This is an optimization exercise on Yosys and OpenROAD, whose aim is small area, a short achievable clock period and few clock cycles, not a production implementation. Where RTL was checked, it was by simulation tests only, not by an equivalence proof against the original. No functional check of the RTL was part of runs 1 and 3.

==> flow/design.v, too long to show whole: its modules and the start of the top module <==
// module strobe_energy: 385 lines
// module se_mul16x12: 506 lines
// module se_mul18x12: 570 lines
// module se_mul20x11: 576 lines
// module se_mul21x12: 666 lines
module strobe_energy (
    input  wire        clk,
    input  wire        rst,
    input  wire        tbl_we,
    input  wire [2:0]  tbl_sel,
    input  wire [3:0]  tbl_idx,
    input  wire [31:0] tbl_data,
    input  wire        step_start,
    input  wire [15:0] step_theta,
    input  wire [10:0] step_density,
    input  wire        step_boost,
    input  wire [2:0]  step_pclass,
    input  wire [1:0]  step_nsub,
    input  wire        step_clamp,
    input  wire        dot_valid,
    output wire        dot_ready,
    input  wire [1:0]  dot_value,
    input  wire [3:0]  dot_hist,
    output wire        res_valid,
    input  wire        res_ready,
    output wire [22:0] res_energy,
    output wire [3:0]  res_mask
);
  // ...
==> flow/flow/run.sh <==
#!/bin/bash
# The standard layout, except that the input and output ports are buffered
# with buf_4 cells instead of the delay buffers buffer_ports picks by default.
# make's full output (which holds every tool's output) goes to flow_make.log;
# ORFS also keeps each step's log under orfs/logs/.
set -o pipefail
bash standard.sh "BUFFER_PORTS_ARGS=-buffer_cell sky130_fd_sc_hd__buf_4" finish > flow_make.log 2>&1
==> flow/standard.sh <==
#!/bin/bash
# synth_recipe.tcl (not shown) runs the flow's synth.tcl, then flattens the netlist and writes it again
# the make line also repeats each setting of config.mk as NAME=value (left out here)
make -C /OpenROAD-flow-scripts/flow DESIGN_CONFIG=/design/flow/config.mk WORK_HOME=/design/flow/orfs CLKGATE_MAP_FILE= SYNTH_SCRIPT=/design/flow/synth_recipe.tcl "${@:-finish}"
==> flow/config.mk <==
export PLATFORM = sky130hd
export DESIGN_NAME = strobe_energy
export DESIGN_NICKNAME = strobe_energy
export VERILOG_FILES = /design/flow/design.v
export SDC_FILE = /design/flow/constraint.sdc
export NUM_CORES = 4
export LEC_CHECK = 0
export CAP_MARGIN = 20
export CORE_MARGIN = 2
export CORE_UTILIZATION = 40
export PLACE_DENSITY = 0.6
export SLEW_MARGIN = 20
==> flow/constraint.sdc <==
create_clock -name core_clock -period 52.0 [get_ports {clk}]
set_input_delay 10.4000 -clock core_clock [delete_from_list [all_inputs] [get_ports {clk}]]
set_output_delay 10.4000 -clock core_clock [all_outputs]
set_load 0.01 [all_outputs]
==> impl_metrics.py, run 1 <==
metrics = {
    "detailed_routing": {
        "drtAntennaViolNets": 0,
        "met1_length_mm": 113,
        "viasPerCell": 5.61,
    },
    "critical_path": {
        "r2r_slack_ns": 37.86,
        "arrival_ns": 14.66,
        "end_kind": "register",
    },
    "cells_and_area": {
        "dominant_cells": "multi-input gates",
        "drive_gt1_share_pct": 12.4,
        "fin_area_um2": 101000,
        "multi_input_area_um2": 45600,
        "utilization_pct": 44.8,
        "largest_register_ff_count": 256,
        "seq_cells": 1354,
    },
    "yosys": {
        "synth_top_cell_by_area": "edfxtp_1",
        "synth_top_area_share_pct": 41.4,
        "synth_top_family_by_area": "adder cells",
    },
    "status": {
        "outcome": "no timing/DRC/antenna violations",
    },
    "grt": {
        "busiest_layer": "met2",
        "grt_use_total_pct": 23.6,
        "gr-usage-met3_pct": 3.92,
    },
    "hold_path": {
        "holdCritPathClass": "reg -> reg",
        "hold-path-endpoint": "q2_z",
    },
    "timing": {
        "final.period_utilization_pct": 27.2,
        "hold_violations": 0,
    },
}
==> module strobe_energy, before the edit <==
module strobe_energy (
    input  wire        clk,
    input  wire        rst,
    input  wire        tbl_we,
    input  wire [2:0]  tbl_sel,
    input  wire [3:0]  tbl_idx,
    input  wire [31:0] tbl_data,
    input  wire        step_start,
    input  wire [15:0] step_theta,
    input  wire [10:0] step_density,
    input  wire        step_boost,
    input  wire [2:0]  step_pclass,
    input  wire [1:0]  step_nsub,
    input  wire        step_clamp,
    input  wire        dot_valid,
    output wire        dot_ready,
    input  wire [1:0]  dot_value,
    input  wire [3:0]  dot_hist,
    output wire        res_valid,
    input  wire        res_ready,
    output wire [22:0] res_energy,
    output wire [3:0]  res_mask
);
    localparam TBL_HI     = 3'd1;
    localparam TBL_LO     = 3'd2;
    localparam TBL_TARGET = 3'd3;
    localparam TBL_TEMP   = 3'd4;
    localparam TBL_SUB    = 3'd5;
    localparam TBL_BOOST  = 3'd6;
    localparam DIV_STEPS  = 3;           
    localparam DIV_CYC    = 12 / DIV_STEPS;
    reg [11:0] energy_hi [0:15];
    reg [11:0] energy_lo [0:15];
    reg [15:0] energy_target [0:1];
    reg [15:0] temp_pt [0:15];
    reg [11:0] temp_scale [0:15];
    reg [9:0]  sub_share [0:3];          
    reg [11:0] boost_tbl [0:7];
    reg        wr_we;
    reg [2:0]  wr_sel;
    reg [3:0]  wr_idx;
    reg [31:0] wr_data;
    always @(posedge clk) begin
        wr_we   <= tbl_we;
        wr_sel  <= tbl_sel;
        wr_idx  <= tbl_idx;
        wr_data <= tbl_data;
        if (wr_we) begin
            case (wr_sel)
                TBL_HI:     energy_hi[wr_idx] <= wr_data[11:0];
                TBL_LO:     energy_lo[wr_idx] <= wr_data[11:0];
                TBL_TARGET: energy_target[wr_idx[0]] <= wr_data[15:0];
                TBL_TEMP: begin
                    temp_pt[wr_idx]    <= wr_data[31:16];
                    temp_scale[wr_idx] <= wr_data[11:0];
                end
                TBL_SUB:    sub_share[wr_idx[1:0]] <= wr_data[9:0];
                TBL_BOOST:  boost_tbl[wr_idx[2:0]] <= wr_data[11:0];
                default: ;
            endcase
        end
    end
    localparam ST_IDLE = 4'd0;
    localparam ST_RDLO = 4'd1;
    localparam ST_RDHI = 4'd2;
    localparam ST_MUL  = 4'd3;
    localparam ST_DIV  = 4'd4;
    localparam ST_UPS  = 4'd5;
    localparam ST_UP2  = 4'd6;
    localparam ST_UP3  = 4'd7;
    localparam ST_EK   = 4'd8;
    localparam ST_RUN  = 4'd9;
    reg [3:0]  state;
    reg [1:0]  cnt;
    reg [11:0] scale;        
    reg [10:0] density;      
    reg [11:0] boost;        
    reg [15:0] clamp_e;      
    reg [1:0]  nsub;
    reg        clamp_on;
    reg [20:0] e0, e1, e2, e3;
    wire [15:0] theta = e0[15:0];    
    wire [15:0] span  = e1[15:0];    
    wire [27:0] dv    = {e3[6:0], e2};
    wire [20:0] sub_e [0:3];
    assign sub_e[0] = e0;
    assign sub_e[1] = e1;
    assign sub_e[2] = e2;
    assign sub_e[3] = e3;
    function uge32;
        input [31:0] a, b;
        reg   [31:0] g, l;
        integer      k, w;
        begin
            g = a & ~b;
            l = ~a & b;
            for (w = 16; w >= 1; w = w / 2)
                for (k = 0; k < w; k = k + 1) begin
                    g[k] = g[2*k+1] | (~l[2*k+1] & g[2*k]);
                    l[k] = l[2*k+1] | (~g[2*k+1] & l[2*k]);
                end
            uge32 = ~l[0];
        end
    endfunction
    function ge16s;
        input [15:0] a, b;
        ge16s = uge32({16'd0, ~a[15], a[14:0]}, {16'd0, ~b[15], b[14:0]});
    endfunction
    reg [15:0] ge;
    integer i;
    always @(*) begin
        for (i = 0; i < 16; i = i + 1)
            ge[i] = ge16s(theta, temp_pt[i]);
    end
    wire [16:0] gl = {1'b0, ge[15:1], 1'b1};
    wire [15:0] sel_lo = gl[15:0] & ~gl[16:1];
    wire [15:0] sel_hi = {sel_lo[14:0], 1'b0};
    wire [15:0] rsel = (state == ST_RDHI) ? sel_hi : sel_lo;
    wire        interp = ge[0] && !ge[15];
    reg [15:0] rd_pt;
    reg [11:0] rd_sc;
    always @(*) begin
        rd_pt = 16'd0;
        rd_sc = 12'd0;
        for (i = 0; i < 16; i = i + 1) begin
            rd_pt = rd_pt | (temp_pt[i] & {16{rsel[i]}});
            rd_sc = rd_sc | (temp_scale[i] & {12{rsel[i]}});
        end
    end
    wire [12:0] ds_up  = {1'b0, rd_sc} - {1'b0, scale};
    wire [11:0] ds_dn  = scale - rd_sc;
    wire        down   = ds_up[12];
    wire [15:0] dt_up  = theta - span;
    wire [15:0] dt_dn  = rd_pt - theta;
    wire [11:0] ip_ds  = down ? ds_dn : ds_up[11:0];
    wire [15:0] ip_dt  = down ? dt_dn : dt_up;
    reg [27:0] dv_next;
    reg [16:0] r17;
    reg [17:0] r_sub;
    always @(*) begin
        dv_next = dv;
        for (i = 0; i < DIV_STEPS; i = i + 1) begin
            r17   = {dv_next[27:12], dv_next[11]};
            r_sub = {1'b0, r17} - {2'b00, span};
            if (!r_sub[17])
                dv_next = {r_sub[15:0], dv_next[10:0], 1'b1};
            else
                dv_next = {r17[15:0], dv_next[10:0], 1'b0};
        end
    end
    wire [11:0] part_lo = scale + {dv[11-DIV_STEPS:0], {DIV_STEPS{1'b0}}};
    wire [11-DIV_STEPS:0] part_hi1 = part_lo[11:DIV_STEPS] + 1'b1;
    wire [DIV_STEPS:0] low_sum = {1'b0, part_lo[DIV_STEPS-1:0]} + {1'b0, dv_next[DIV_STEPS-1:0]};
    wire [11:0] scale_fix = {low_sum[DIV_STEPS] ? part_hi1 : part_lo[11:DIV_STEPS],
                             low_sum[DIV_STEPS-1:0]};
    wire [11:0] boost_rd  = boost_tbl[boost[2:0]];
    wire [11:0] boost_sel = (boost[3] && boost_rd != 12'd0) ? boost_rd : 12'd1024;
    reg        in0_v, in1_v;
    reg        rdy;          
    reg [1:0]  in0_val, in1_val;
    reg [3:0]  in0_h, in1_h;
    reg        q1_v, q1_z;
    reg [17:0] q1_x;
    reg        q2_v, q2_z;
    reg [19:0] q2_x;
    reg        q3_v, q3_z;
    reg [20:0] q3_x;
    reg        q4_v, q4_z;
    reg [22:0] q4_x;
    reg        out_v;
    reg [22:0] out_energy;
    reg [3:0]  out_mask;
    reg        sk_v;         
    reg [22:0] sk_energy;    
    reg [3:0]  sk_mask;
    assign dot_ready  = rdy;
    assign res_valid  = out_v;
    assign res_energy = out_energy;
    assign res_mask   = out_mask;
    wire run      = (state == ST_RUN);
    wire adv      = !sk_v;
    wire push     = adv && q4_v;
    wire pop      = out_v && res_ready;
    wire ok2      = (state == ST_UP2) || (state == ST_UP3) || (state == ST_EK);
    wire ok3      = (state == ST_UP3) || (state == ST_EK);
    wire ok1      = (state == ST_UPS) || ok2;
    wire su_q3    = !q3_v;                           
    wire su_q2    = !q2_v || (ok3 && su_q3);
    wire su_q1    = !q1_v || (ok2 && su_q2);
    wire su_in    = ok1 && su_q1;
    wire q4_en    = run ? adv : 1'b1;
    wire q3_en    = run ? adv : su_q3;
    wire q2_en    = run ? adv : su_q2;
    wire q1_en    = run ? adv : su_q1;
    wire in_go    = in0_v && (run ? adv : su_in);
    wire dot_acc  = dot_valid && rdy;
    wire        cls_lo = (in0_val == 2'b01);
    reg  [15:0] m1_a;
    reg  [11:0] m1_b;
    always @(*) begin
        case (state)
            ST_RDLO: begin m1_a = energy_target[0]; m1_b = 12'd614; end
            ST_MUL:  begin m1_a = theta;            m1_b = dv[11:0]; end
            default: begin
                m1_a = cls_lo ? energy_target[1] : energy_target[0];
                m1_b = cls_lo ? energy_lo[in0_h] : energy_hi[in0_h];
            end
        endcase
    end
    wire [27:0] m1_p;
    se_mul16x12 u_m1 (.a(m1_a), .b(m1_b), .y(m1_p));
    wire [19:0] x2;
    se_mul18x12 u_m2 (.a(q1_x), .b(scale), .y(x2));
    wire [20:0] x3;
    se_mul20x11 u_m3 (.a(q2_x), .b(density), .y(x3));
    wire        ek_mode = (state == ST_EK);
    wire [9:0]  w_rd    = sub_share[cnt];
    wire [10:0] w_k     = {(w_rd == 10'd0), w_rd};
    wire [20:0] m4_a = ek_mode ? sub_e[3] : q3_x;
    wire [11:0] m4_b = ek_mode ? {1'b0, w_k} : boost;
    wire [22:0] m4_y;
    se_mul21x12 u_m4 (.a(m4_a), .b(m4_b), .y(m4_y));
    wire [22:0] x4   = m4_y;
    wire        over = clamp_on && !uge32({16'd0, clamp_e}, {9'd0, x4});
    wire [22:0] s4_e = over ? {7'd0, clamp_e} : x4;
    reg  [24:0] rr;
    reg  [24:0] r_nx;
    reg  [3:0]  s5_m;
    integer     j;
    always @(*) begin
        rr   = {1'b0, q4_x, 1'b0};
        s5_m = 4'd0;
        for (j = 0; j < 4; j = j + 1) begin
            r_nx = rr - {3'd0, sub_e[j], 1'b0};
            if (j <= nsub && !rr[24] && uge32({8'd0, rr[23:0]}, {11'd0, sub_e[j]})) begin
                s5_m[j] = 1'b1;
                rr = r_nx;
            end
        end
    end
    wire [22:0] d_energy = q4_z ? 23'd0 : q4_x;
    wire [3:0]  d_mask   = q4_z ? 4'd0  : s5_m;
    always @(posedge clk) begin
        if (rst) begin
            state   <= ST_IDLE;
            in0_v   <= 1'b0;
            in1_v   <= 1'b0;
            rdy     <= 1'b1;
            q1_v    <= 1'b0;
            q2_v    <= 1'b0;
            q3_v    <= 1'b0;
            q4_v    <= 1'b0;
            out_v   <= 1'b0;
            sk_v    <= 1'b0;
        end else begin
            if (in_go) begin
                in0_v <= in1_v || dot_acc;
                in1_v <= 1'b0;
                rdy   <= 1'b1;
            end else begin
                in0_v <= in0_v || dot_acc;
                in1_v <= in1_v || (in0_v && dot_acc);
                rdy   <= !(in1_v || (in0_v && dot_acc));
            end
            if (q1_en)
                q1_v <= in_go;
            if (q2_en)
                q2_v <= q1_v && (run || ok2);
            if (q3_en)
                q3_v <= q2_v && (run || ok3);
            if (q4_en)
                q4_v <= q3_v && run;
            if (!out_v || res_ready)
                out_v <= sk_v || push;
            sk_v <= sk_v ? !pop : (push && out_v && !res_ready);
            case (state)
                ST_IDLE, ST_RUN:
                    if (step_start)
                        state <= ST_RDLO;
                ST_RDLO: state <= ST_RDHI;
                ST_RDHI: state <= interp ? ST_MUL : ST_UPS;
                ST_MUL:  state <= ST_DIV;
                ST_DIV:
                    if (cnt == DIV_CYC - 1)
                        state <= ST_UPS;
                ST_UPS:  state <= ST_UP2;
                ST_UP2:  state <= ST_UP3;
                ST_UP3:  state <= ST_EK;
                ST_EK:
                    if (cnt == nsub)
                        state <= ST_RUN;
                default: state <= ST_IDLE;
            endcase
        end
    end
    always @(posedge clk) begin
        if (!in1_v) begin
            in1_val <= dot_value;
            in1_h   <= dot_hist;
        end
        if (in_go || !in0_v) begin
            in0_val <= in1_v ? in1_val : dot_value;
            in0_h   <= in1_v ? in1_h : dot_hist;
        end
        if (q1_en) begin
            q1_z <= (in0_val == 2'b00);
            q1_x <= m1_p[27:10];
        end
        if (q2_en) begin
            q2_z <= q1_z;
            q2_x <= x2;
        end
        if (q3_en) begin
            q3_z <= q2_z;
            q3_x <= x3;
        end
        if (q4_en) begin
            q4_z <= q3_z;
            q4_x <= s4_e;
        end
        if (!out_v || res_ready) begin
            out_energy <= sk_v ? sk_energy : d_energy;
            out_mask   <= sk_v ? sk_mask : d_mask;
        end
        if (!sk_v) begin
            sk_energy <= d_energy;
            sk_mask   <= d_mask;
        end
        case (state)
            ST_IDLE, ST_RUN: begin
                if (step_start) begin
                    e0       <= {5'd0, step_theta};
                    density  <= step_density;
                    boost    <= {8'd0, step_boost, step_pclass};
                    nsub     <= step_nsub;
                    clamp_on <= step_clamp;
                end
            end
            ST_RDLO: begin
                e1      <= {5'd0, rd_pt};
                scale   <= rd_sc;
                boost   <= boost_sel;
                clamp_e <= m1_p[25:10];
            end
            ST_RDHI: begin
                e1    <= {5'd0, rd_pt - span};
                cnt   <= 2'd0;
                e0    <= {5'd0, ip_dt};
                e2    <= {9'd0, ip_ds};
                e3    <= 21'd0;
                if (interp && down)
                    scale <= rd_sc;
                if (!interp)
                    q1_x <= {2'd0, energy_target[0]};
            end
            ST_MUL: begin
                e2 <= m1_p[20:0];
                e3 <= {14'd0, m1_p[27:21]};
            end
            ST_DIV: begin
                e2  <= dv_next[20:0];
                e3  <= {14'd0, dv_next[27:21]};
                cnt <= cnt + 2'd1;
                if (cnt == DIV_CYC - 1) begin
                    scale <= scale_fix;
                    q1_x  <= {2'd0, energy_target[0]};
                end
            end
            ST_UP3: begin
                e3       <= m4_y[20:0];
                cnt      <= 2'd0;
            end
            ST_EK: begin
                case (cnt)
                    2'd0: e0 <= m4_y[20:0];
                    2'd1: e1 <= m4_y[20:0];
                    2'd2: e2 <= m4_y[20:0];
                    default: e3 <= m4_y[20:0];
                endcase
                cnt <= cnt + 2'd1;
            end
            default: ;
        endcase
    end
endmodule
==> run 2: changes to the inputs <==
--- a/flow/design.v
+++ b/flow/design.v
@@ -148,11 +148,8 @@
                 dv_next = {r17[15:0], dv_next[10:0], 1'b0};
         end
     end
-    wire [11:0] part_lo = scale + {dv[11-DIV_STEPS:0], {DIV_STEPS{1'b0}}};
-    wire [11-DIV_STEPS:0] part_hi1 = part_lo[11:DIV_STEPS] + 1'b1;
-    wire [DIV_STEPS:0] low_sum = {1'b0, part_lo[DIV_STEPS-1:0]} + {1'b0, dv_next[DIV_STEPS-1:0]};
-    wire [11:0] scale_fix = {low_sum[DIV_STEPS] ? part_hi1 : part_lo[11:DIV_STEPS],
-                             low_sum[DIV_STEPS-1:0]};
+    wire [11:0] part_hi = scale + {dv[11-DIV_STEPS:0], {DIV_STEPS{1'b0}}};
+    wire [11:0] s_op    = scale + ((state == ST_UPS) ? {{(12-DIV_STEPS){1'b0}}, dv[DIV_STEPS-1:0]} : 12'd0);
     wire [11:0] boost_rd  = boost_tbl[boost[2:0]];
     wire [11:0] boost_sel = (boost[3] && boost_rd != 12'd0) ? boost_rd : 12'd1024;
     reg        in0_v, in1_v;
@@ -210,7 +207,7 @@
     wire [27:0] m1_p;
     se_mul16x12 u_m1 (.a(m1_a), .b(m1_b), .y(m1_p));
     wire [19:0] x2;
-    se_mul18x12 u_m2 (.a(q1_x), .b(scale), .y(x2));
+    se_mul18x12 u_m2 (.a(q1_x), .b(s_op), .y(x2));
     wire [20:0] x3;
     se_mul20x11 u_m3 (.a(q2_x), .b(density), .y(x3));
     wire        ek_mode = (state == ST_EK);
@@ -346,7 +343,7 @@
                 e1    <= {5'd0, rd_pt - span};
                 cnt   <= 2'd0;
                 e0    <= {5'd0, ip_dt};
-                e2    <= {9'd0, ip_ds};
+                e2    <= interp ? {9'd0, ip_ds} : 21'd0;
                 e3    <= 21'd0;
                 if (interp && down)
                     scale <= rd_sc;
@@ -362,10 +359,13 @@
                 e3  <= {14'd0, dv_next[27:21]};
                 cnt <= cnt + 2'd1;
                 if (cnt == DIV_CYC - 1) begin
-                    scale <= scale_fix;
+                    scale <= part_hi;
                     q1_x  <= {2'd0, energy_target[0]};
                 end
             end
+            ST_UPS: begin
+                scale <= s_op;
+            end
             ST_UP3: begin
                 e3       <= m4_y[20:0];
                 cnt      <= 2'd0;
==> impl_metrics.py, run 2 <==
metrics = {
    "cts": {
        "cts_root_buffer": "clkbuf_16",
        "h-tree-depth": 4,
        "postCtsSetupBuffers": 0,
        "clk_latency_ns": 0.85,
        "cts_buffer_depth": 3,
        "cts_resized": 0,
        "clk_pin_slew_ns": 0.06,
        "cts_made_buffers": 154,
        "hold_buffers": 0,
        "cts.sinks": 1354,
        "cts_tree": "done",
    },
    "hold_path": {
        "holdCritStartpoint": "q3_z",
        "holdCritPathClass": "reg -> reg",
    },
    "cells_and_area": {
        "final_cell_mix": "edfxtp_1 (1,241), inv_1 (1,021), fa_1 (689), nor2_1 (518), nand2_1 (471)",
        "final_common_cell": "edfxtp_1",
        "fin_area_um2": 99700,
        "utilization_pct": 45.0,
        "regMostFlops": "temp_pt",
        "drive_gt1_share_pct": 12.3,
        "area_growth_pct": 11.9,
        "stdcell_count": 10778,
        "nets": 8742,
        "largest_register_ff_count": 256,
    },
    "placed_design": {
        "dp_slack_ns": 39.13,
        "place_hpwl_mm": 195,
        "dp.cells": 10484,
        "postPlaceCellArea_um2": 94300,
        "portBuffers": 113,
        "place_congestion": 0.956,
    },
    "yosys": {
        "synth_common_cells": "edfxtp_1 (1,241), inv_1 (1,021), fa_1 (689)",
        "ys_ff_latch": 1354,
        "muxShareOfSynthArea_pct": 5.80,
        "synthesis.nets": 8605,
        "avgSynthCellArea_um2": 11.8,
        "synth-main-ff-cell": "edfxtp_1",
        "ys_types": 90,
        "synth_top_area_share_pct": 41.8,
        "synth_edf_count": 1241,
        "syn_inst": 7530,
        "yosysSeqAreaShare_pct": 44.4,
        "yosysMostFrequentCell": "edfxtp_1",
        "yosys-top-cells-area": "edfxtp_1 (42%), fa_1 (15%), inv_1 (4.3%), ha_1 (4.2%), mux4_2 (3.9%)",
        "synth_warnings": 1,
        "async_reset_ff_share_pct": 0,
        "synthXorXnorAreaFrac_pct": 2.01,
        "synth_area_um2": 89100,
        "synth-simple-area-share_pct": 9.99,
        "synth_top_cell_by_area": "edfxtp_1",
        "synthAdderAreaFrac_pct": 22.9,
        "synth_compound_area_share_pct": 9.04,
        "synth_top_family_by_area": "adder cells",
    },
    "critical_path": {
        "end_kind": "register",
        "critPathMaxFanout": 28,
        "critical_path.slowest_cell": "edfxtp_1",
        "crit_start": "e1[1]",
        "critPathMaxStageDelay_ns": 0.55,
        "startpoint_type": "register",
        "critPathKind": "reg -> reg",
        "cp_common_cell": "o21ai_0",
        "critPathRequiredTime_ns": 52.56,
        "rr_startpoint": "e1[1]",
        "arrival_ns": 13.52,
    },
    "floorplanning": {
        "coreArea_um2": 222000,
        "die_h_um": 476,
        "start_util_pct": 40.2,
        "die_w_um": 476,
        "row_count": 173,
        "ios": 114,
        "die_area_um2": 227000,
    },
    "status": {
        "outcome": "no timing/DRC/antenna violations",
    },
    "detailed_routing": {
        "drtPass1Iterations": 6,
        "viasPerCell": 5.62,
        "drc": 0,
        "drtAntennaViolNets": 0,
        "routed_wl_mm": 273,
        "wire_per_inst_um": 25.3,
        "drt_iter0_drc": 6465,
        "num_vias": 60538,
    },
    "grt": {
        "use_met2_pct": 39.0,
        "grt_use_total_pct": 24.2,
        "busiest_layer": "met2",
        "gr-usage-met3_pct": 4.33,
        "grt_pass1_vias": 62645,
        "grt-ovfl-total": 0,
        "grt_max_degree": 63,
        "grt_pass1_wl_mm": 407,
        "grt_util_met1_pct": 32.5,
        "antenna_found_initial": 18,
    },
    "timing": {
        "grt_setup_unrepaired": "false",
        "slew_violations": 0,
        "relSlewSlack_pct": 16.9,
        "worst_slew_pin_slew_ns": 1.24,
        "final.period_utilization_pct": 24.9,
        "layout_min_cycle_time_ns": 12.96,
        "setup_ws_ns": 39.04,
        "whs_ns": 0.449,
        "totalNegativeSetupSlack_ns": 0,
        "finalSetupViolations": 0,
        "fmax_mhz": 77.2,
        "skew_ns": 0.0826,
        "hold_violations": 0,
    },
    "job": {
        "drv_cap": 0,
    },
}
-- run 2: metal layers --
metal  wire length (µm)  vias to the layer above  share of wire [%]
li1                   -                    26442                  -
met1             113000                    31036                 41
met2             127000                     2516                 47
met3              21400                      534                7.8
met4              11400                       10                4.2
met5                 58                        -              0.021
-- run 2: worst paths after layout --
path	end	cells after the start	slack, ns
worst max register to register	e2[16]	64	39.04
worst max-delay path	e2[16]	64	39.04
worst min register to register	q4_z	0	0.45
worst min-delay path	q4_z	0	0.45
-- run 2: logic make-up after synthesis --
kind of cell             Yosys count
AND/OR/NAND/NOR                 1858
buffers and inverters           1360
flip-flops                      1354
adder cells (fa/ha/maj)         1271
AO/OA/AOI/OAI                   1164
multiplexers                     318
XOR/XNOR                         205
-- run 2: area by class of cell --
class,count,area [µm²]
diodes,5,12.5
fillers,20098,122000
well taps,2975,3720
repair buffers,308,2380
inverters,1033,3880
flip-flops and latches,1354,39600
clock buffers,205,4230
multi-input cells,4816,44800
clock inverters,82,1160
-- run 2: critical path: cells and delay by family (launching register included) --
| family | cells | cell delay (ns) |
|---|---|---|
| AO/OA/AOI/OAI | 43 | 8.16 |
| AND/OR/NAND/NOR | 13 | 1.58 |
| buffers and inverters | 4 | 1.18 |
| adder cells (fa/ha/maj) | 3 | 0.87 |
| flip-flops | 1 | 0.55 |
| multiplexers | 1 | 0.36 |
Testbench counts of run 2, summed over its fixed seeds: cycles 19,900.
==> run 3: changes to the inputs <==
--- a/flow/design.v
+++ b/flow/design.v
@@ -27,7 +27,7 @@
     localparam TBL_TEMP   = 3'd4;
     localparam TBL_SUB    = 3'd5;
     localparam TBL_BOOST  = 3'd6;
-    localparam DIV_STEPS  = 3;           
+    localparam DIV_STEPS  = 2;           
     localparam DIV_CYC    = 12 / DIV_STEPS;
     reg [11:0] energy_hi [0:15];
     reg [11:0] energy_lo [0:15];
@@ -71,7 +71,7 @@
     localparam ST_EK   = 4'd8;
     localparam ST_RUN  = 4'd9;
     reg [3:0]  state;
-    reg [1:0]  cnt;
+    reg [2:0]  cnt;
     reg [11:0] scale;        
     reg [10:0] density;      
     reg [11:0] boost;        
@@ -192,6 +192,15 @@
     wire in_go    = in0_v && (run ? adv : su_in);
     wire dot_acc  = dot_valid && rdy;
     wire        cls_lo = (in0_val == 2'b01);
+    reg  [11:0] m_rd;
+    integer     mi;
+    always @(*) begin
+        m_rd = 12'd0;
+        for (mi = 0; mi < 16; mi = mi + 1) begin
+            m_rd = m_rd | (energy_hi[mi] & {12{!cls_lo && in0_h == mi}})
+                        | (energy_lo[mi] & {12{ cls_lo && in0_h == mi}});
+        end
+    end
     reg  [15:0] m1_a;
     reg  [11:0] m1_b;
     always @(*) begin
@@ -200,18 +209,17 @@
             ST_MUL:  begin m1_a = theta;            m1_b = dv[11:0]; end
             default: begin
                 m1_a = cls_lo ? energy_target[1] : energy_target[0];
-                m1_b = cls_lo ? energy_lo[in0_h] : energy_hi[in0_h];
+                m1_b = m_rd;
             end
         endcase
     end
-    wire [27:0] m1_p;
-    se_mul16x12 u_m1 (.a(m1_a), .b(m1_b), .y(m1_p));
+    wire [27:0] m1_p = m1_a * m1_b;
     wire [19:0] x2;
     se_mul18x12 u_m2 (.a(q1_x), .b(s_op), .y(x2));
     wire [20:0] x3;
     se_mul20x11 u_m3 (.a(q2_x), .b(density), .y(x3));
     wire        ek_mode = (state == ST_EK);
-    wire [9:0]  w_rd    = sub_share[cnt];
+    wire [9:0]  w_rd    = sub_share[cnt[1:0]];
     wire [10:0] w_k     = {(w_rd == 10'd0), w_rd};
     wire [20:0] m4_a = ek_mode ? sub_e[3] : q3_x;
     wire [11:0] m4_b = ek_mode ? {1'b0, w_k} : boost;
@@ -284,7 +292,7 @@
                 ST_UP2:  state <= ST_UP3;
                 ST_UP3:  state <= ST_EK;
                 ST_EK:
-                    if (cnt == nsub)
+                    if (cnt[1:0] == nsub)
                         state <= ST_RUN;
                 default: state <= ST_IDLE;
             endcase
@@ -341,7 +349,7 @@
             end
             ST_RDHI: begin
                 e1    <= {5'd0, rd_pt - span};
-                cnt   <= 2'd0;
+                cnt   <= 3'd0;
                 e0    <= {5'd0, ip_dt};
                 e2    <= interp ? {9'd0, ip_ds} : 21'd0;
                 e3    <= 21'd0;
@@ -357,7 +365,7 @@
             ST_DIV: begin
                 e2  <= dv_next[20:0];
                 e3  <= {14'd0, dv_next[27:21]};
-                cnt <= cnt + 2'd1;
+                cnt <= cnt + 3'd1;
                 if (cnt == DIV_CYC - 1) begin
                     scale <= part_hi;
                     q1_x  <= {2'd0, energy_target[0]};
@@ -368,527 +376,21 @@
             end
             ST_UP3: begin
                 e3       <= m4_y[20:0];
-                cnt      <= 2'd0;
+                cnt      <= 3'd0;
             end
             ST_EK: begin
-                case (cnt)
+                case (cnt[1:0])
                     2'd0: e0 <= m4_y[20:0];
                     2'd1: e1 <= m4_y[20:0];
                     2'd2: e2 <= m4_y[20:0];
                     default: e3 <= m4_y[20:0];
                 endcase
-                cnt <= cnt + 2'd1;
+                cnt <= cnt + 3'd1;
             end
             default: ;
         endcase
     end
 endmodule
-module se_mul16x12 (input wire [15:0] a, input wire [11:0] b, output wire [27:0] y);
-    wire pp0_0 = a[0] & b[0];
-    wire pp0_1 = a[0] & b[1];
-    wire pp0_2 = a[0] & b[2];
-    wire pp0_3 = a[0] & b[3];
-    wire pp0_4 = a[0] & b[4];
-    wire pp0_5 = a[0] & b[5];
-    wire pp0_6 = a[0] & b[6];
-    wire pp0_7 = a[0] & b[7];
-    wire pp0_8 = a[0] & b[8];
-    wire pp0_9 = a[0] & b[9];
-    wire pp0_10 = a[0] & b[10];
-    wire pp0_11 = a[0] & b[11];
-    wire pp1_0 = a[1] & b[0];
-    wire pp1_1 = a[1] & b[1];
-    wire pp1_2 = a[1] & b[2];
-    wire pp1_3 = a[1] & b[3];
-    wire pp1_4 = a[1] & b[4];
-    wire pp1_5 = a[1] & b[5];
-    wire pp1_6 = a[1] & b[6];
-    wire pp1_7 = a[1] & b[7];
-    wire pp1_8 = a[1] & b[8];
-    wire pp1_9 = a[1] & b[9];
-    wire pp1_10 = a[1] & b[10];
-    wire pp1_11 = a[1] & b[11];
-    wire pp2_0 = a[2] & b[0];
-    wire pp2_1 = a[2] & b[1];
-    wire pp2_2 = a[2] & b[2];
-    wire pp2_3 = a[2] & b[3];
-    wire pp2_4 = a[2] & b[4];
-    wire pp2_5 = a[2] & b[5];
-    wire pp2_6 = a[2] & b[6];
-    wire pp2_7 = a[2] & b[7];
-    wire pp2_8 = a[2] & b[8];
-    wire pp2_9 = a[2] & b[9];
-    wire pp2_10 = a[2] & b[10];
-    wire pp2_11 = a[2] & b[11];
-    wire pp3_0 = a[3] & b[0];
-    wire pp3_1 = a[3] & b[1];
-    wire pp3_2 = a[3] & b[2];
-    wire pp3_3 = a[3] & b[3];
-    wire pp3_4 = a[3] & b[4];
-    wire pp3_5 = a[3] & b[5];
-    wire pp3_6 = a[3] & b[6];
-    wire pp3_7 = a[3] & b[7];
-    wire pp3_8 = a[3] & b[8];
-    wire pp3_9 = a[3] & b[9];
-    wire pp3_10 = a[3] & b[10];
-    wire pp3_11 = a[3] & b[11];
-    wire pp4_0 = a[4] & b[0];
-    wire pp4_1 = a[4] & b[1];
-    wire pp4_2 = a[4] & b[2];
-    wire pp4_3 = a[4] & b[3];
-    wire pp4_4 = a[4] & b[4];
-    wire pp4_5 = a[4] & b[5];
-    wire pp4_6 = a[4] & b[6];
-    wire pp4_7 = a[4] & b[7];
-    wire pp4_8 = a[4] & b[8];
-    wire pp4_9 = a[4] & b[9];
-    wire pp4_10 = a[4] & b[10];
-    wire pp4_11 = a[4] & b[11];
-    wire pp5_0 = a[5] & b[0];
-    wire pp5_1 = a[5] & b[1];
-    wire pp5_2 = a[5] & b[2];
-    wire pp5_3 = a[5] & b[3];
-    wire pp5_4 = a[5] & b[4];
-    wire pp5_5 = a[5] & b[5];
-    wire pp5_6 = a[5] & b[6];
-    wire pp5_7 = a[5] & b[7];
-    wire pp5_8 = a[5] & b[8];
-    wire pp5_9 = a[5] & b[9];
-    wire pp5_10 = a[5] & b[10];
-    wire pp5_11 = a[5] & b[11];
-    wire pp6_0 = a[6] & b[0];
-    wire pp6_1 = a[6] & b[1];
-    wire pp6_2 = a[6] & b[2];
-    wire pp6_3 = a[6] & b[3];
-    wire pp6_4 = a[6] & b[4];
-    wire pp6_5 = a[6] & b[5];
-    wire pp6_6 = a[6] & b[6];
-    wire pp6_7 = a[6] & b[7];
-    wire pp6_8 = a[6] & b[8];
-    wire pp6_9 = a[6] & b[9];
-    wire pp6_10 = a[6] & b[10];
-    wire pp6_11 = a[6] & b[11];
-    wire pp7_0 = a[7] & b[0];
-    wire pp7_1 = a[7] & b[1];
-    wire pp7_2 = a[7] & b[2];
-    wire pp7_3 = a[7] & b[3];
-    wire pp7_4 = a[7] & b[4];
-    wire pp7_5 = a[7] & b[5];
-    wire pp7_6 = a[7] & b[6];
-    wire pp7_7 = a[7] & b[7];
-    wire pp7_8 = a[7] & b[8];
-    wire pp7_9 = a[7] & b[9];
-    wire pp7_10 = a[7] & b[10];
-    wire pp7_11 = a[7] & b[11];
-    wire pp8_0 = a[8] & b[0];
-    wire pp8_1 = a[8] & b[1];
-    wire pp8_2 = a[8] & b[2];
-    wire pp8_3 = a[8] & b[3];
-    wire pp8_4 = a[8] & b[4];
-    wire pp8_5 = a[8] & b[5];
-    wire pp8_6 = a[8] & b[6];
-    wire pp8_7 = a[8] & b[7];
-    wire pp8_8 = a[8] & b[8];
-    wire pp8_9 = a[8] & b[9];
-    wire pp8_10 = a[8] & b[10];
-    wire pp8_11 = a[8] & b[11];
-    wire pp9_0 = a[9] & b[0];
-    wire pp9_1 = a[9] & b[1];
-    wire pp9_2 = a[9] & b[2];
-    wire pp9_3 = a[9] & b[3];
-    wire pp9_4 = a[9] & b[4];
-    wire pp9_5 = a[9] & b[5];
-    wire pp9_6 = a[9] & b[6];
-    wire pp9_7 = a[9] & b[7];
-    wire pp9_8 = a[9] & b[8];
-    wire pp9_9 = a[9] & b[9];
-    wire pp9_10 = a[9] & b[10];
-    wire pp9_11 = a[9] & b[11];
-    wire pp10_0 = a[10] & b[0];
-    wire pp10_1 = a[10] & b[1];
-    wire pp10_2 = a[10] & b[2];
-    wire pp10_3 = a[10] & b[3];
-    wire pp10_4 = a[10] & b[4];
-    wire pp10_5 = a[10] & b[5];
-    wire pp10_6 = a[10] & b[6];
-    wire pp10_7 = a[10] & b[7];
-    wire pp10_8 = a[10] & b[8];
-    wire pp10_9 = a[10] & b[9];
-    wire pp10_10 = a[10] & b[10];
-    wire pp10_11 = a[10] & b[11];
-    wire pp11_0 = a[11] & b[0];
-    wire pp11_1 = a[11] & b[1];
-    wire pp11_2 = a[11] & b[2];
-    wire pp11_3 = a[11] & b[3];
-    wire pp11_4 = a[11] & b[4];
-    wire pp11_5 = a[11] & b[5];
-    wire pp11_6 = a[11] & b[6];
-    wire pp11_7 = a[11] & b[7];
-    wire pp11_8 = a[11] & b[8];
-    wire pp11_9 = a[11] & b[9];
-    wire pp11_10 = a[11] & b[10];
-    wire pp11_11 = a[11] & b[11];
-    wire pp12_0 = a[12] & b[0];
-    wire pp12_1 = a[12] & b[1];
-    wire pp12_2 = a[12] & b[2];
-    wire pp12_3 = a[12] & b[3];
-    wire pp12_4 = a[12] & b[4];
-    wire pp12_5 = a[12] & b[5];
-    wire pp12_6 = a[12] & b[6];
-    wire pp12_7 = a[12] & b[7];
-    wire pp12_8 = a[12] & b[8];
-    wire pp12_9 = a[12] & b[9];
-    wire pp12_10 = a[12] & b[10];
-    wire pp12_11 = a[12] & b[11];
-    wire pp13_0 = a[13] & b[0];
-    wire pp13_1 = a[13] & b[1];
-    wire pp13_2 = a[13] & b[2];
-    wire pp13_3 = a[13] & b[3];
-    wire pp13_4 = a[13] & b[4];
-    wire pp13_5 = a[13] & b[5];
-    wire pp13_6 = a[13] & b[6];
-    wire pp13_7 = a[13] & b[7];
-    wire pp13_8 = a[13] & b[8];
-    wire pp13_9 = a[13] & b[9];
-    wire pp13_10 = a[13] & b[10];
-    wire pp13_11 = a[13] & b[11];
-    wire pp14_0 = a[14] & b[0];
-    wire pp14_1 = a[14] & b[1];
-    wire pp14_2 = a[14] & b[2];
-    wire pp14_3 = a[14] & b[3];
-    wire pp14_4 = a[14] & b[4];
-    wire pp14_5 = a[14] & b[5];
-    wire pp14_6 = a[14] & b[6];
-    wire pp14_7 = a[14] & b[7];
-    wire pp14_8 = a[14] & b[8];
-    wire pp14_9 = a[14] & b[9];
-    wire pp14_10 = a[14] & b[10];
-    wire pp14_11 = a[14] & b[11];
-    wire pp15_0 = a[15] & b[0];
-    wire pp15_1 = a[15] & b[1];
-    wire pp15_2 = a[15] & b[2];
-    wire pp15_3 = a[15] & b[3];
-    wire pp15_4 = a[15] & b[4];
-    wire pp15_5 = a[15] & b[5];
-    wire pp15_6 = a[15] & b[6];
-    wire pp15_7 = a[15] & b[7];
-    wire pp15_8 = a[15] & b[8];
-    wire pp15_9 = a[15] & b[9];
-    wire pp15_10 = a[15] & b[10];
-    wire pp15_11 = a[15] & b[11];
-    wire t1 = pp0_9 ^ pp1_8;
-    wire t2 = pp0_9 & pp1_8;
-    wire t3 = pp0_10 ^ pp1_9 ^ pp2_8;
-    wire t4 = (pp0_10 & pp1_9) | (pp0_10 & pp2_8) | (pp1_9 & pp2_8);
-    wire t5 = pp3_7 ^ pp4_6;
-    wire t6 = pp3_7 & pp4_6;
-    wire t7 = pp0_11 ^ pp1_10 ^ pp2_9;
-    wire t8 = (pp0_11 & pp1_10) | (pp0_11 & pp2_9) | (pp1_10 & pp2_9);
-    wire t9 = pp3_8 ^ pp4_7 ^ pp5_6;
-    wire t10 = (pp3_8 & pp4_7) | (pp3_8 & pp5_6) | (pp4_7 & pp5_6);
-    wire t11 = pp6_5 ^ pp7_4;
-    wire t12 = pp6_5 & pp7_4;
-    wire t13 = pp1_11 ^ pp2_10 ^ pp3_9;
-    wire t14 = (pp1_11 & pp2_10) | (pp1_11 & pp3_9) | (pp2_10 & pp3_9);
-    wire t15 = pp4_8 ^ pp5_7 ^ pp6_6;
-    wire t16 = (pp4_8 & pp5_7) | (pp4_8 & pp6_6) | (pp5_7 & pp6_6);
-    wire t17 = pp7_5 ^ pp8_4 ^ pp9_3;
-    wire t18 = (pp7_5 & pp8_4) | (pp7_5 & pp9_3) | (pp8_4 & pp9_3);
-    wire t19 = pp2_11 ^ pp3_10 ^ pp4_9;
-    wire t20 = (pp2_11 & pp3_10) | (pp2_11 & pp4_9) | (pp3_10 & pp4_9);
-    wire t21 = pp5_8 ^ pp6_7 ^ pp7_6;
-    wire t22 = (pp5_8 & pp6_7) | (pp5_8 & pp7_6) | (pp6_7 & pp7_6);
-    wire t23 = pp8_5 ^ pp9_4 ^ pp10_3;
-    wire t24 = (pp8_5 & pp9_4) | (pp8_5 & pp10_3) | (pp9_4 & pp10_3);
-    wire t25 = pp3_11 ^ pp4_10 ^ pp5_9;
-    wire t26 = (pp3_11 & pp4_10) | (pp3_11 & pp5_9) | (pp4_10 & pp5_9);
-    wire t27 = pp6_8 ^ pp7_7 ^ pp8_6;
-    wire t28 = (pp6_8 & pp7_7) | (pp6_8 & pp8_6) | (pp7_7 & pp8_6);
-    wire t29 = pp9_5 ^ pp10_4 ^ pp11_3;
-    wire t30 = (pp9_5 & pp10_4) | (pp9_5 & pp11_3) | (pp10_4 & pp11_3);
-    wire t31 = pp4_11 ^ pp5_10 ^ pp6_9;
-    wire t32 = (pp4_11 & pp5_10) | (pp4_11 & pp6_9) | (pp5_10 & pp6_9);
-    wire t33 = pp7_8 ^ pp8_7 ^ pp9_6;
-    wire t34 = (pp7_8 & pp8_7) | (pp7_8 & pp9_6) | (pp8_7 & pp9_6);
-    wire t35 = pp10_5 ^ pp11_4 ^ pp12_3;
-    wire t36 = (pp10_5 & pp11_4) | (pp10_5 & pp12_3) | (pp11_4 & pp12_3);
-    wire t37 = pp5_11 ^ pp6_10 ^ pp7_9;
-    wire t38 = (pp5_11 & pp6_10) | (pp5_11 & pp7_9) | (pp6_10 & pp7_9);
-    wire t39 = pp8_8 ^ pp9_7 ^ pp10_6;
-    wire t40 = (pp8_8 & pp9_7) | (pp8_8 & pp10_6) | (pp9_7 & pp10_6);
-    wire t41 = pp11_5 ^ pp12_4;
-    wire t42 = pp11_5 & pp12_4;
-    wire t43 = pp6_11 ^ pp7_10 ^ pp8_9;
-    wire t44 = (pp6_11 & pp7_10) | (pp6_11 & pp8_9) | (pp7_10 & pp8_9);
-    wire t45 = pp9_8 ^ pp10_7 ^ pp11_6;
-    wire t46 = (pp9_8 & pp10_7) | (pp9_8 & pp11_6) | (pp10_7 & pp11_6);
-    wire t47 = pp7_11 ^ pp8_10 ^ pp9_9;
-    wire t48 = (pp7_11 & pp8_10) | (pp7_11 & pp9_9) | (pp8_10 & pp9_9);
-    wire t49 = pp0_6 ^ pp1_5;
-    wire t50 = pp0_6 & pp1_5;
-    wire t51 = pp0_7 ^ pp1_6 ^ pp2_5;
-    wire t52 = (pp0_7 & pp1_6) | (pp0_7 & pp2_5) | (pp1_6 & pp2_5);
-    wire t53 = pp3_4 ^ pp4_3;
-    wire t54 = pp3_4 & pp4_3;
-    wire t55 = pp0_8 ^ pp1_7 ^ pp2_6;
-    wire t56 = (pp0_8 & pp1_7) | (pp0_8 & pp2_6) | (pp1_7 & pp2_6);
-    wire t57 = pp3_5 ^ pp4_4 ^ pp5_3;
-    wire t58 = (pp3_5 & pp4_4) | (pp3_5 & pp5_3) | (pp4_4 & pp5_3);
-    wire t59 = pp6_2 ^ pp7_1;
-    wire t60 = pp6_2 & pp7_1;
-    wire t61 = t1 ^ pp2_7 ^ pp3_6;
-    wire t62 = (t1 & pp2_7) | (t1 & pp3_6) | (pp2_7 & pp3_6);
-    wire t63 = pp4_5 ^ pp5_4 ^ pp6_3;
-    wire t64 = (pp4_5 & pp5_4) | (pp4_5 & pp6_3) | (pp5_4 & pp6_3);
-    wire t65 = pp7_2 ^ pp8_1 ^ pp9_0;
-    wire t66 = (pp7_2 & pp8_1) | (pp7_2 & pp9_0) | (pp8_1 & pp9_0);
-    wire t67 = t2 ^ t3 ^ t5;
-    wire t68 = (t2 & t3) | (t2 & t5) | (t3 & t5);
-    wire t69 = pp5_5 ^ pp6_4 ^ pp7_3;
-    wire t70 = (pp5_5 & pp6_4) | (pp5_5 & pp7_3) | (pp6_4 & pp7_3);
-    wire t71 = pp8_2 ^ pp9_1 ^ pp10_0;
-    wire t72 = (pp8_2 & pp9_1) | (pp8_2 & pp10_0) | (pp9_1 & pp10_0);
-    wire t73 = t4 ^ t6 ^ t7;
-    wire t74 = (t4 & t6) | (t4 & t7) | (t6 & t7);
-    wire t75 = t9 ^ t11 ^ pp8_3;
-    wire t76 = (t9 & t11) | (t9 & pp8_3) | (t11 & pp8_3);
-    wire t77 = pp9_2 ^ pp10_1 ^ pp11_0;
-    wire t78 = (pp9_2 & pp10_1) | (pp9_2 & pp11_0) | (pp10_1 & pp11_0);
-    wire t79 = t8 ^ t10 ^ t12;
-    wire t80 = (t8 & t10) | (t8 & t12) | (t10 & t12);
-    wire t81 = t13 ^ t15 ^ t17;
-    wire t82 = (t13 & t15) | (t13 & t17) | (t15 & t17);
-    wire t83 = pp10_2 ^ pp11_1 ^ pp12_0;
-    wire t84 = (pp10_2 & pp11_1) | (pp10_2 & pp12_0) | (pp11_1 & pp12_0);
-    wire t85 = t14 ^ t16 ^ t18;
-    wire t86 = (t14 & t16) | (t14 & t18) | (t16 & t18);
-    wire t87 = t19 ^ t21 ^ t23;
-    wire t88 = (t19 & t21) | (t19 & t23) | (t21 & t23);
-    wire t89 = pp11_2 ^ pp12_1 ^ pp13_0;
-    wire t90 = (pp11_2 & pp12_1) | (pp11_2 & pp13_0) | (pp12_1 & pp13_0);
-    wire t91 = t20 ^ t22 ^ t24;
-    wire t92 = (t20 & t22) | (t20 & t24) | (t22 & t24);
-    wire t93 = t25 ^ t27 ^ t29;
-    wire t94 = (t25 & t27) | (t25 & t29) | (t27 & t29);
-    wire t95 = pp12_2 ^ pp13_1 ^ pp14_0;
-    wire t96 = (pp12_2 & pp13_1) | (pp12_2 & pp14_0) | (pp13_1 & pp14_0);
-    wire t97 = t26 ^ t28 ^ t30;
-    wire t98 = (t26 & t28) | (t26 & t30) | (t28 & t30);
-    wire t99 = t31 ^ t33 ^ t35;
-    wire t100 = (t31 & t33) | (t31 & t35) | (t33 & t35);
-    wire t101 = pp13_2 ^ pp14_1 ^ pp15_0;
-    wire t102 = (pp13_2 & pp14_1) | (pp13_2 & pp15_0) | (pp14_1 & pp15_0);
-    wire t103 = t32 ^ t34 ^ t36;
-    wire t104 = (t32 & t34) | (t32 & t36) | (t34 & t36);
-    wire t105 = t37 ^ t39 ^ t41;
-    wire t106 = (t37 & t39) | (t37 & t41) | (t39 & t41);
-    wire t107 = pp13_3 ^ pp14_2 ^ pp15_1;
-    wire t108 = (pp13_3 & pp14_2) | (pp13_3 & pp15_1) | (pp14_2 & pp15_1);
-    wire t109 = t38 ^ t40 ^ t42;
-    wire t110 = (t38 & t40) | (t38 & t42) | (t40 & t42);
-    wire t111 = t43 ^ t45 ^ pp12_5;
-    wire t112 = (t43 & t45) | (t43 & pp12_5) | (t45 & pp12_5);
-    wire t113 = pp13_4 ^ pp14_3 ^ pp15_2;
-    wire t114 = (pp13_4 & pp14_3) | (pp13_4 & pp15_2) | (pp14_3 & pp15_2);
-    wire t115 = t44 ^ t46 ^ t47;
-    wire t116 = (t44 & t46) | (t44 & t47) | (t46 & t47);
-    wire t117 = pp10_8 ^ pp11_7 ^ pp12_6;
-    wire t118 = (pp10_8 & pp11_7) | (pp10_8 & pp12_6) | (pp11_7 & pp12_6);
-    wire t119 = pp13_5 ^ pp14_4 ^ pp15_3;
-    wire t120 = (pp13_5 & pp14_4) | (pp13_5 & pp15_3) | (pp14_4 & pp15_3);
-    wire t121 = t48 ^ pp8_11 ^ pp9_10;
-    wire t122 = (t48 & pp8_11) | (t48 & pp9_10) | (pp8_11 & pp9_10);
-    wire t123 = pp10_9 ^ pp11_8 ^ pp12_7;
-    wire t124 = (pp10_9 & pp11_8) | (pp10_9 & pp12_7) | (pp11_8 & pp12_7);
-    wire t125 = pp13_6 ^ pp14_5 ^ pp15_4;
-    wire t126 = (pp13_6 & pp14_5) | (pp13_6 & pp15_4) | (pp14_5 & pp15_4);
-    wire t127 = pp9_11 ^ pp10_10 ^ pp11_9;
-    wire t128 = (pp9_11 & pp10_10) | (pp9_11 & pp11_9) | (pp10_10 & pp11_9);
-    wire t129 = pp12_8 ^ pp13_7 ^ pp14_6;
-    wire t130 = (pp12_8 & pp13_7) | (pp12_8 & pp14_6) | (pp13_7 & pp14_6);
-    wire t131 = pp10_11 ^ pp11_10 ^ pp12_9;
-    wire t132 = (pp10_11 & pp11_10) | (pp10_11 & pp12_9) | (pp11_10 & pp12_9);
-    wire t133 = pp0_4 ^ pp1_3;
-    wire t134 = pp0_4 & pp1_3;
-    wire t135 = pp0_5 ^ pp1_4 ^ pp2_3;
-    wire t136 = (pp0_5 & pp1_4) | (pp0_5 & pp2_3) | (pp1_4 & pp2_3);
-    wire t137 = pp3_2 ^ pp4_1;
-    wire t138 = pp3_2 & pp4_1;
-    wire t139 = t49 ^ pp2_4 ^ pp3_3;
-    wire t140 = (t49 & pp2_4) | (t49 & pp3_3) | (pp2_4 & pp3_3);
-    wire t141 = pp4_2 ^ pp5_1 ^ pp6_0;
-    wire t142 = (pp4_2 & pp5_1) | (pp4_2 & pp6_0) | (pp5_1 & pp6_0);
-    wire t143 = t50 ^ t51 ^ t53;
-    wire t144 = (t50 & t51) | (t50 & t53) | (t51 & t53);
-    wire t145 = pp5_2 ^ pp6_1 ^ pp7_0;
-    wire t146 = (pp5_2 & pp6_1) | (pp5_2 & pp7_0) | (pp6_1 & pp7_0);
-    wire t147 = t52 ^ t54 ^ t55;
-    wire t148 = (t52 & t54) | (t52 & t55) | (t54 & t55);
-    wire t149 = t57 ^ t59 ^ pp8_0;
-    wire t150 = (t57 & t59) | (t57 & pp8_0) | (t59 & pp8_0);
-    wire t151 = t56 ^ t58 ^ t60;
-    wire t152 = (t56 & t58) | (t56 & t60) | (t58 & t60);
-    wire t153 = t61 ^ t63 ^ t65;
-    wire t154 = (t61 & t63) | (t61 & t65) | (t63 & t65);
-    wire t155 = t62 ^ t64 ^ t66;
-    wire t156 = (t62 & t64) | (t62 & t66) | (t64 & t66);
-    wire t157 = t67 ^ t69 ^ t71;
-    wire t158 = (t67 & t69) | (t67 & t71) | (t69 & t71);
-    wire t159 = t68 ^ t70 ^ t72;
-    wire t160 = (t68 & t70) | (t68 & t72) | (t70 & t72);
-    wire t161 = t73 ^ t75 ^ t77;
-    wire t162 = (t73 & t75) | (t73 & t77) | (t75 & t77);
-    wire t163 = t74 ^ t76 ^ t78;
-    wire t164 = (t74 & t76) | (t74 & t78) | (t76 & t78);
-    wire t165 = t79 ^ t81 ^ t83;
-    wire t166 = (t79 & t81) | (t79 & t83) | (t81 & t83);
-    wire t167 = t80 ^ t82 ^ t84;
-    wire t168 = (t80 & t82) | (t80 & t84) | (t82 & t84);
-    wire t169 = t85 ^ t87 ^ t89;
-    wire t170 = (t85 & t87) | (t85 & t89) | (t87 & t89);
-    wire t171 = t86 ^ t88 ^ t90;
-    wire t172 = (t86 & t88) | (t86 & t90) | (t88 & t90);
-    wire t173 = t91 ^ t93 ^ t95;
-    wire t174 = (t91 & t93) | (t91 & t95) | (t93 & t95);
-    wire t175 = t92 ^ t94 ^ t96;
-    wire t176 = (t92 & t94) | (t92 & t96) | (t94 & t96);
-    wire t177 = t97 ^ t99 ^ t101;
-    wire t178 = (t97 & t99) | (t97 & t101) | (t99 & t101);
-    wire t179 = t98 ^ t100 ^ t102;
-    wire t180 = (t98 & t100) | (t98 & t102) | (t100 & t102);
-    wire t181 = t103 ^ t105 ^ t107;
-    wire t182 = (t103 & t105) | (t103 & t107) | (t105 & t107);
-    wire t183 = t104 ^ t106 ^ t108;
-    wire t184 = (t104 & t106) | (t104 & t108) | (t106 & t108);
-    wire t185 = t109 ^ t111 ^ t113;
-    wire t186 = (t109 & t111) | (t109 & t113) | (t111 & t113);
-    wire t187 = t110 ^ t112 ^ t114;
-    wire t188 = (t110 & t112) | (t110 & t114) | (t112 & t114);
-    wire t189 = t115 ^ t117 ^ t119;
-    wire t190 = (t115 & t117) | (t115 & t119) | (t117 & t119);
-    wire t191 = t116 ^ t118 ^ t120;
-    wire t192 = (t116 & t118) | (t116 & t120) | (t118 & t120);
-    wire t193 = t121 ^ t123 ^ t125;
-    wire t194 = (t121 & t123) | (t121 & t125) | (t123 & t125);
-    wire t195 = t122 ^ t124 ^ t126;
-    wire t196 = (t122 & t124) | (t122 & t126) | (t124 & t126);
-    wire t197 = t127 ^ t129 ^ pp15_5;
-    wire t198 = (t127 & t129) | (t127 & pp15_5) | (t129 & pp15_5);
-    wire t199 = t128 ^ t130 ^ t131;
-    wire t200 = (t128 & t130) | (t128 & t131) | (t130 & t131);
-    wire t201 = pp13_8 ^ pp14_7 ^ pp15_6;
-    wire t202 = (pp13_8 & pp14_7) | (pp13_8 & pp15_6) | (pp14_7 & pp15_6);
-    wire t203 = t132 ^ pp11_11 ^ pp12_10;
-    wire t204 = (t132 & pp11_11) | (t132 & pp12_10) | (pp11_11 & pp12_10);
-    wire t205 = pp13_9 ^ pp14_8 ^ pp15_7;
-    wire t206 = (pp13_9 & pp14_8) | (pp13_9 & pp15_7) | (pp14_8 & pp15_7);
-    wire t207 = pp12_11 ^ pp13_10 ^ pp14_9;
-    wire t208 = (pp12_11 & pp13_10) | (pp12_11 & pp14_9) | (pp13_10 & pp14_9);
-    wire t209 = pp0_3 ^ pp1_2;
-    wire t210 = pp0_3 & pp1_2;
-    wire t211 = t133 ^ pp2_2 ^ pp3_1;
-    wire t212 = (t133 & pp2_2) | (t133 & pp3_1) | (pp2_2 & pp3_1);
-    wire t213 = t134 ^ t135 ^ t137;
-    wire t214 = (t134 & t135) | (t134 & t137) | (t135 & t137);
-    wire t215 = t136 ^ t138 ^ t139;
-    wire t216 = (t136 & t138) | (t136 & t139) | (t138 & t139);
-    wire t217 = t140 ^ t142 ^ t143;
-    wire t218 = (t140 & t142) | (t140 & t143) | (t142 & t143);
-    wire t219 = t144 ^ t146 ^ t147;
-    wire t220 = (t144 & t146) | (t144 & t147) | (t146 & t147);
-    wire t221 = t148 ^ t150 ^ t151;
-    wire t222 = (t148 & t150) | (t148 & t151) | (t150 & t151);
-    wire t223 = t152 ^ t154 ^ t155;
-    wire t224 = (t152 & t154) | (t152 & t155) | (t154 & t155);
-    wire t225 = t156 ^ t158 ^ t159;
-    wire t226 = (t156 & t158) | (t156 & t159) | (t158 & t159);
-    wire t227 = t160 ^ t162 ^ t163;
-    wire t228 = (t160 & t162) | (t160 & t163) | (t162 & t163);
-    wire t229 = t164 ^ t166 ^ t167;
-    wire t230 = (t164 & t166) | (t164 & t167) | (t166 & t167);
-    wire t231 = t168 ^ t170 ^ t171;
-    wire t232 = (t168 & t170) | (t168 & t171) | (t170 & t171);
-    wire t233 = t172 ^ t174 ^ t175;
-    wire t234 = (t172 & t174) | (t172 & t175) | (t174 & t175);
-    wire t235 = t176 ^ t178 ^ t179;
-    wire t236 = (t176 & t178) | (t176 & t179) | (t178 & t179);
-    wire t237 = t180 ^ t182 ^ t183;
-    wire t238 = (t180 & t182) | (t180 & t183) | (t182 & t183);
-    wire t239 = t184 ^ t186 ^ t187;
-    wire t240 = (t184 & t186) | (t184 & t187) | (t186 & t187);
-    wire t241 = t188 ^ t190 ^ t191;
-    wire t242 = (t188 & t190) | (t188 & t191) | (t190 & t191);
-    wire t243 = t192 ^ t194 ^ t195;
-    wire t244 = (t192 & t194) | (t192 & t195) | (t194 & t195);
-    wire t245 = t196 ^ t198 ^ t199;
-    wire t246 = (t196 & t198) | (t196 & t199) | (t198 & t199);
-    wire t247 = t200 ^ t202 ^ t203;
-    wire t248 = (t200 & t202) | (t200 & t203) | (t202 & t203);
-    wire t249 = t204 ^ t206 ^ t207;
-    wire t250 = (t204 & t206) | (t204 & t207) | (t206 & t207);
-    wire t251 = t208 ^ pp13_11 ^ pp14_10;
-    wire t252 = (t208 & pp13_11) | (t208 & pp14_10) | (pp13_11 & pp14_10);
-    wire t253 = pp0_2 ^ pp1_1;
-    wire t254 = pp0_2 & pp1_1;
-    wire t255 = t209 ^ pp2_1 ^ pp3_0;
-    wire t256 = (t209 & pp2_1) | (t209 & pp3_0) | (pp2_1 & pp3_0);
-    wire t257 = t210 ^ t211 ^ pp4_0;
-    wire t258 = (t210 & t211) | (t210 & pp4_0) | (t211 & pp4_0);
-    wire t259 = t212 ^ t213 ^ pp5_0;
-    wire t260 = (t212 & t213) | (t212 & pp5_0) | (t213 & pp5_0);
-    wire t261 = t214 ^ t215 ^ t141;
-    wire t262 = (t214 & t215) | (t214 & t141) | (t215 & t141);
-    wire t263 = t216 ^ t217 ^ t145;
-    wire t264 = (t216 & t217) | (t216 & t145) | (t217 & t145);
-    wire t265 = t218 ^ t219 ^ t149;
-    wire t266 = (t218 & t219) | (t218 & t149) | (t219 & t149);
-    wire t267 = t220 ^ t221 ^ t153;
-    wire t268 = (t220 & t221) | (t220 & t153) | (t221 & t153);
-    wire t269 = t222 ^ t223 ^ t157;
-    wire t270 = (t222 & t223) | (t222 & t157) | (t223 & t157);
-    wire t271 = t224 ^ t225 ^ t161;
-    wire t272 = (t224 & t225) | (t224 & t161) | (t225 & t161);
-    wire t273 = t226 ^ t227 ^ t165;
-    wire t274 = (t226 & t227) | (t226 & t165) | (t227 & t165);
-    wire t275 = t228 ^ t229 ^ t169;
-    wire t276 = (t228 & t229) | (t228 & t169) | (t229 & t169);
-    wire t277 = t230 ^ t231 ^ t173;
-    wire t278 = (t230 & t231) | (t230 & t173) | (t231 & t173);
-    wire t279 = t232 ^ t233 ^ t177;
-    wire t280 = (t232 & t233) | (t232 & t177) | (t233 & t177);
-    wire t281 = t234 ^ t235 ^ t181;
-    wire t282 = (t234 & t235) | (t234 & t181) | (t235 & t181);
-    wire t283 = t236 ^ t237 ^ t185;
-    wire t284 = (t236 & t237) | (t236 & t185) | (t237 & t185);
-    wire t285 = t238 ^ t239 ^ t189;
-    wire t286 = (t238 & t239) | (t238 & t189) | (t239 & t189);
-    wire t287 = t240 ^ t241 ^ t193;
-    wire t288 = (t240 & t241) | (t240 & t193) | (t241 & t193);
-    wire t289 = t242 ^ t243 ^ t197;
-    wire t290 = (t242 & t243) | (t242 & t197) | (t243 & t197);
-    wire t291 = t244 ^ t245 ^ t201;
-    wire t292 = (t244 & t245) | (t244 & t201) | (t245 & t201);
-    wire t293 = t246 ^ t247 ^ t205;
-    wire t294 = (t246 & t247) | (t246 & t205) | (t247 & t205);
-    wire t295 = t248 ^ t249 ^ pp15_8;
-    wire t296 = (t248 & t249) | (t248 & pp15_8) | (t249 & pp15_8);
-    wire t297 = t250 ^ t251 ^ pp15_9;
-    wire t298 = (t250 & t251) | (t250 & pp15_9) | (t251 & pp15_9);
-    wire t299 = t252 ^ pp14_11 ^ pp15_10;
-    wire t300 = (t252 & pp14_11) | (t252 & pp15_10) | (pp14_11 & pp15_10);
-    wire [27:0] r0 = {1'b0, t300, t298, t296, t294, t292, t290, t288, t286, t284, t282, t280, t278, t276, t274, t272, t270, t268, t266, t264, t262, t260, t258, t256, t254, t253, pp0_1, pp0_0};
-    wire [27:0] r1 = {1'b0, pp15_11, t299, t297, t295, t293, t291, t289, t287, t285, t283, t281, t279, t277, t275, t273, t271, t269, t267, t265, t263, t261, t259, t257, t255, pp2_0, pp1_0, 1'b0};
-    wire [12:0] rc;
-    wire [27:0] p;
-    assign rc[0] = 1'b0;
-    genvar gi;
-    generate for (gi = 0; gi < 12; gi = gi + 1) begin : g_rc
-        assign p[gi] = r0[gi] ^ r1[gi] ^ rc[gi];
-        assign rc[gi+1] = (r0[gi] & r1[gi]) | (r0[gi] & rc[gi]) | (r1[gi] & rc[gi]);
-    end endgenerate
-    assign p[27:12] = r0[27:12] + r1[27:12] + rc[12];
-    assign y = p[27:0];
-endmodule
 module se_mul18x12 (input wire [17:0] a, input wire [11:0] b, output wire [19:0] y);
     wire pp0_0 = a[0] & b[0];
     wire pp0_1 = a[0] & b[1];
==> impl_metrics.py, run 3 <==
metrics = {
    "yosys": {
        "synthAdderAreaFrac_pct": 23.0,
        "ys_types": 104,
        "synth_warnings": 1,
        "synth_top_area_share_pct": 41.9,
        "yosys-top-cells-area": "edfxtp_1 (42%), fa_1 (15%), ha_1 (4.6%), inv_1 (4.6%), dfxtp_1 (2.5%)",
        "synth_compound_area_share_pct": 11.3,
        "synthXorXnorAreaFrac_pct": 1.89,
        "synth-simple-area-share_pct": 10.6,
        "synth_edf_count": 1242,
        "synth_top_cell_by_area": "edfxtp_1",
        "ys_ff_latch": 1351,
        "yosysSeqAreaShare_pct": 44.4,
        "syn_inst": 7742,
        "synth_common_cells": "edfxtp_1 (1,242), inv_1 (1,083), fa_1 (677)",
        "synthesis.nets": 8829,
        "synth-main-ff-cell": "edfxtp_1",
        "async_reset_ff_share_pct": 0,
    },
    "critical_path": {
        "arrival_ns": 12.81,
        "crit_family": "adder cells",
        "rr_startpoint": "state[1]",
        "critPathKind": "reg -> reg",
        "critical_path.slowest_cell": "dfxtp_1",
        "critPathRequiredTime_ns": 52.54,
        "path_buf_inv": 2,
        "worstRegToRegCells": 38,
        "cp_common_cell": "fa_1",
        "startpoint_type": "register",
        "r2r_slack_ns": 39.73,
        "critPathMaxStageDelay_ns": 0.91,
        "end_kind": "register",
    },
    "timing": {
        "layout_min_cycle_time_ns": 12.27,
        "final.period_utilization_pct": 23.6,
        "relSlewSlack_pct": 22.1,
        "totalNegativeSetupSlack_ns": 0,
        "hold_violations": 0,
    },
    "placed_design": {
        "place_congestion": 0.942,
        "place_hpwl_mm": 201,
        "portBuffers": 113,
    },
    "detailed_routing": {
        "wire_per_inst_um": 25.5,
        "drt_iter0_drc": 6616,
        "num_vias": 62365,
        "drc": 0,
        "drtPass1Iterations": 8,
    },
    "cts": {
        "h-tree-depth": 4,
        "clk_pin_slew_ns": 0.06,
        "cts_buffer_depth": 3,
        "cts.sinks": 1351,
        "clk_latency_ns": 0.89,
        "cts_made_buffers": 152,
    },
    "hold_path": {
        "hold-path-endpoint": "q4_z",
        "holdCritStartpoint": "q3_z",
        "hold_path_depth": 0,
    },
    "floorplanning": {
        "ios": 114,
        "die_area_um2": 226000,
        "coreArea_um2": 222000,
        "die_w_um": 476,
        "row_count": 173,
    },
    "cells_and_area": {
        "final_cell_mix": "edfxtp_1 (1,242), inv_1 (1,083), fa_1 (677), nor2_1 (506), nand2_1 (389)",
        "utilization_pct": 45.0,
        "fin_area_um2": 99600,
        "nets": 8987,
    },
    "job": {
        "drv_cap": 0,
    },
    "grt": {
        "grt_pass1_vias": 63124,
        "grt_max_degree": 63,
        "grt_use_total_pct": 24.8,
        "antenna_found_initial": 16,
    },
    "status": {
        "outcome": "no timing/DRC/antenna violations",
    },
}
==> run 3: cell count changes in the layout (fill, tap and decap cells not counted), moves of 24 or more <==
cell	previous run	this run
o21a_1	17	43
xor2_1	92	63
a22oi_1	61	192
a221oi_1	99	125
maj3_1	225	134
nand2b_1	74	152
ha_1	301	325
inv_1	1021	1083
mux4_2	154	34
maj3_2	56	135
nand2_1	471	389
==> run 3: worst max-delay path by stage <==
stage,start,end,depth (start not counted)
after CTS,state[1],q2_x[18],38
after detailed placement,state[1],q2_x[18],38
after floorplan,step_start,register,5
after global routing,state[1],q2_x[18],40
final,state[1],q2_x[18],38
after global placement,state[1],q2_x[18],38
==> run 3: layout make-up <==
type,instances,area [µm²]
inverters,1092,4100
flip-flops and latches,1351,39500
diodes,4,10.0
multi-input cells,4969,44400
well taps,2975,3720
clock inverters,96,1180
clock buffers,185,4130
repair buffers,334,2580
fillers,20457,122000
==> run 3: metal layers <==
layer / global-route usage, % / vias to the layer above / routed length, µm
li1: - / 27297 / -
met3: 4.18 / 529 / 23200
met1: 34.2 / 31721 / 118000
met5: 0 / - / 93
met2: 39.2 / 2802 / 128000
met4: 9.46 / 16 / 11600
==> run 3: stage by stage <==
step	hold WS (ns)	std cells	setup WS [ns]
CTS	0.471	10999	39.68
detailed placement	0.450	10718	39.70
floorplan	0.400	7742	39.44
global route	0.483	11004	38.98
global placement	0.443	10710	39.80
finish	0.465	11006	39.73
==> run 3: logic make-up (layout without fill, tap and decap cells) <==
| group | count (synthesis) | count (layout) |
|---|---|---|
| xor+xnor | 191 | 191 |
| simple gates | 1914 | 1914 |
| mux | 173 | 173 |
| fa+ha+maj | 1271 | 1271 |
| other cells | 0 | 4 |
| flops | 1351 | 1351 |
| buf+inv | 1422 | 1707 |
| compound gates | 1420 | 1420 |

==> what the ideal ports hide <==
The flow's constraints put no driver on any port. The routed layouts listed below were extracted and timed again, unchanged, in two steps. Step 1 (the two cells are an assumption about what drives the block):
set clk [get_ports {clk}]
set_driving_cell -lib_cell sky130_fd_sc_hd__clkbuf_16 $clk
set_driving_cell -lib_cell sky130_fd_sc_hd__buf_2 [delete_from_list [all_inputs] $clk]
Step 2 moves the port delays by t, midway between the first and last clock arrival at a register: inputs arrive t later, outputs are due t later. That takes back most of the time a late clock gives input paths. a / b / c = ideal ports / drivers / drivers and shift; a / b = the first two.
run	t (ns)	setup slack, ns	worst data-port slew with drivers (ns)	pins driven straight from the clock port
run 1	0.911	37.858 / 37.858 / 37.858	0.11	1
run 2	0.899	39.044 / 39.044 / 39.044	0.14	1
run 3	0.920	39.728 / 39.728 / 39.541	0.20	1
After both steps every run listed still meets setup and hold. The setup slack of run 3, which loses most, moves by 0.000 ns with the drivers and by -0.187 ns with both steps.
